Background: an optimization exercise with open tools, aiming at small area, a short achievable clock period and few clock cycles per item. Do not read the settings as production practice.
Function was checked by simulation only, so behaviour that the tests miss may differ from the original.

==> inputs of v17 <==
==> flow/design.v (excerpt) <==
module ghash_core (
    input  wire         clk,
    input  wire         rst,         
    input  wire         in_valid,
    output wire         in_ready,
    input  wire         init,        
    input  wire [127:0] h,
    input  wire [127:0] x,
    output reg          out_valid,
    output wire [127:0] y
);
    reg [127:0] xr, hr;   
    reg         vr;       
    reg [127:0] acc;      
    reg [127:0] yr;       
    assign in_ready = 1'b1;
    assign y        = yr;
    wire [127:0] m = acc ^ xr;
    wire [127:0] hh = hr;
    wire [127:0] a_p, b_p;
    genvar gi;
    generate
        for (gi = 0; gi < 128; gi = gi + 1) begin : g_rev
            assign a_p[gi] = m[127 - gi];
            assign b_p[gi] = hh[127 - gi];
        end
    endgenerate
    wire p1;
    gf_and u_p1 (.a(a_p[0]), .b(b_p[0]), .y(p1));
    wire p2;
    gf_nand u_p2 (.a(a_p[0]), .b(b_p[1]), .y(p2));
    wire p3;
    gf_nand u_p3 (.a(a_p[1]), .b(b_p[0]), .y(p3));
    wire x1;
    gf_xor u_x1 (.a(p2), .b(p3), .y(x1));
    wire p4;
    gf_nand u_p4 (.a(a_p[0]), .b(b_p[2]), .y(p4));
    wire p5;
    gf_nand u_p5 (.a(a_p[1]), .b(b_p[1]), .y(p5));
    wire p6;
    gf_nand u_p6 (.a(a_p[2]), .b(b_p[0]), .y(p6));
    wire x2;
    gf_xor u_x2 (.a(p4), .b(p5), .y(x2));
    wire x3;
    gf_xnor u_x3 (.a(p6), .b(x2), .y(x3));
    wire p7;
    gf_nand u_p7 (.a(a_p[0]), .b(b_p[3]), .y(p7));
    wire p8;
    gf_nand u_p8 (.a(a_p[1]), .b(b_p[2]), .y(p8));
    wire p9;
    gf_nand u_p9 (.a(a_p[2]), .b(b_p[1]), .y(p9));
  ...
export LEC_CHECK = 0
export CAP_MARGIN = 20
export CORE_MARGIN = 2
export CORE_UTILIZATION = 30
export SETUP_SLACK_MARGIN = 3.75
export SLEW_MARGIN = 60
export SYNTH_HIERARCHICAL = 1
create_clock -name core_clock -period 10.0 [get_ports {clk}]
run.sh (not shown) runs the stock make flow with config.mk's settings and CLKGATE_MAP_FILE= SYNTH_SCRIPT=/design/flow/synth_recipe.tcl, a recipe that flattens the netlist after the stock synthesis.
==> inputs of v21, as changes to v17 <==
--- a/flow/config.mk
+++ b/flow/config.mk
@@ -10,3 +10,3 @@
 export CORE_UTILIZATION = 30
-export SETUP_SLACK_MARGIN = 3.75
+export SETUP_SLACK_MARGIN = 3.5
 export SLEW_MARGIN = 60
==> qor summary <==
metric	v17	v21
Result of the run	timing/DRC/antenna clean	timing/DRC/antenna clean
Clk tree area frac	0.01589	0.01609
FF-to-FF Start	xr[94]	acc[110]
Layout-stage area growth over the synthesis result	33.97%	32.33%
Setup WS post-layout	3523 ps	3313 ps
Endpoint arrival time on the critical path	7130 ps	7310 ps
Post-route fraction of the period consumed by the critical path	0.6477	0.6687
Metal1 wirelength	255,800 um	256,000 um
Max-slew headroom	0.5089	0.4972
Number of gates on the worst path with buffers counted	19	20
Wire length of the first global-routing pass	896,200 um	895,500 um
Area taken by flip-flops and latches	10,360 um2	10,350 um2
Total non-filler cell area in the finished layout	144,600 um2	142,800 um2
Sum of buffers and inverters on the critical path	1	3
Layout net count	16,410	16,340
Non-clock buffer count in the final layout	1,416	1,344
Slew @ Worst Pin	734.2 ps	751.7 ps
Relative area of non-clock buffer cells in the final design	0.08476	0.07999
Met1 Track Usage GR	0.4455	0.4461
Testbench counts of v17, summed over its fixed seeds: cycles 4,808, items 4,800.
Testbench counts of v21, summed over its fixed seeds: cycles 4,808, items 4,800.

---

==> wip/maple <==
Another version of the RTL of ghash_core (not shown whole).
export LEC_CHECK = 0
export CAP_MARGIN = 20
export CORE_MARGIN = 2
export CORE_UTILIZATION = 30
export SETUP_SLACK_MARGIN = 3.5
export SLEW_MARGIN = 60
export SYNTH_HIERARCHICAL = 1
create_clock -name core_clock -period 10.0 [get_ports {clk}]
==> wip/fjord (differences from wip/maple) <==
Settings changed: SETUP_SLACK_MARGIN 3.5 to 4.0.
==> run summary <==
wip/fjord passed the timing, design-rule and antenna checks. wip/maple passed the timing, design-rule and antenna checks. In wip/fjord the clock skew is lower than in wip/maple, by 7.2 ps. Against wip/fjord, the first-iteration DRC count of wip/maple is lower by 10%. Critical path depth: wip/fjord is higher than wip/maple (3). Area after synthesis is the same in wip/maple and wip/fjord. In wip/maple the non-clock buffer count is lower than in wip/fjord, by 1086. Against wip/maple, the worst hold slack of wip/fjord is worse by 4.6 ps. Between wip/fjord and wip/maple, the lower core utilization is in wip/maple (gap 6.7 points). Cell count: wip/maple is smaller than wip/fjord (about 5%).
Testbench counts of wip/maple, summed over its fixed seeds: cycles 4,808, items 4,800.
Testbench counts of wip/fjord, summed over its fixed seeds: cycles 4,808, items 4,800.

port drivers added, routing unchanged:
Ports are ideal in the flow. The routed layouts listed here were re-timed in OpenROAD. Step 1: set_driving_cell puts a clkbuf_16 on clk and a buf_2 on each other input, an assumption about the parent block. Step 2 times the ports against the registers' clock, not the clock port: input delays grow and output delays shrink by t, the midpoint of the rising clock arrivals with the driver on. a / b / c = ideal / step 1 / step 2; a / b = the first two.
| run | t (ns) | setup WS [ns] | latest minus earliest clock arrival (ns) | worst register clock-pin slew, ns | worst slew at a driven data input, ns |
|---|---|---|---|---|---|
| v17 | 0.795 | 3.523 / 3.523 / 3.523 | 0.109 / 0.109 | 0.09 / 0.09 | 0.10 |
| v21 | 0.799 | 3.313 / 3.313 / 3.313 | 0.105 / 0.105 | 0.09 / 0.09 | 0.10 |
| wip/maple | 0.922 | 3.237 / 3.237 / 3.237 | 0.106 / 0.106 | 0.10 / 0.10 | 0.25 |
| wip/fjord | 0.922 | 3.548 / 3.548 / 3.548 | 0.099 / 0.098 | 0.10 / 0.10 | 0.27 |
After both steps setup and hold are still met in every run listed.
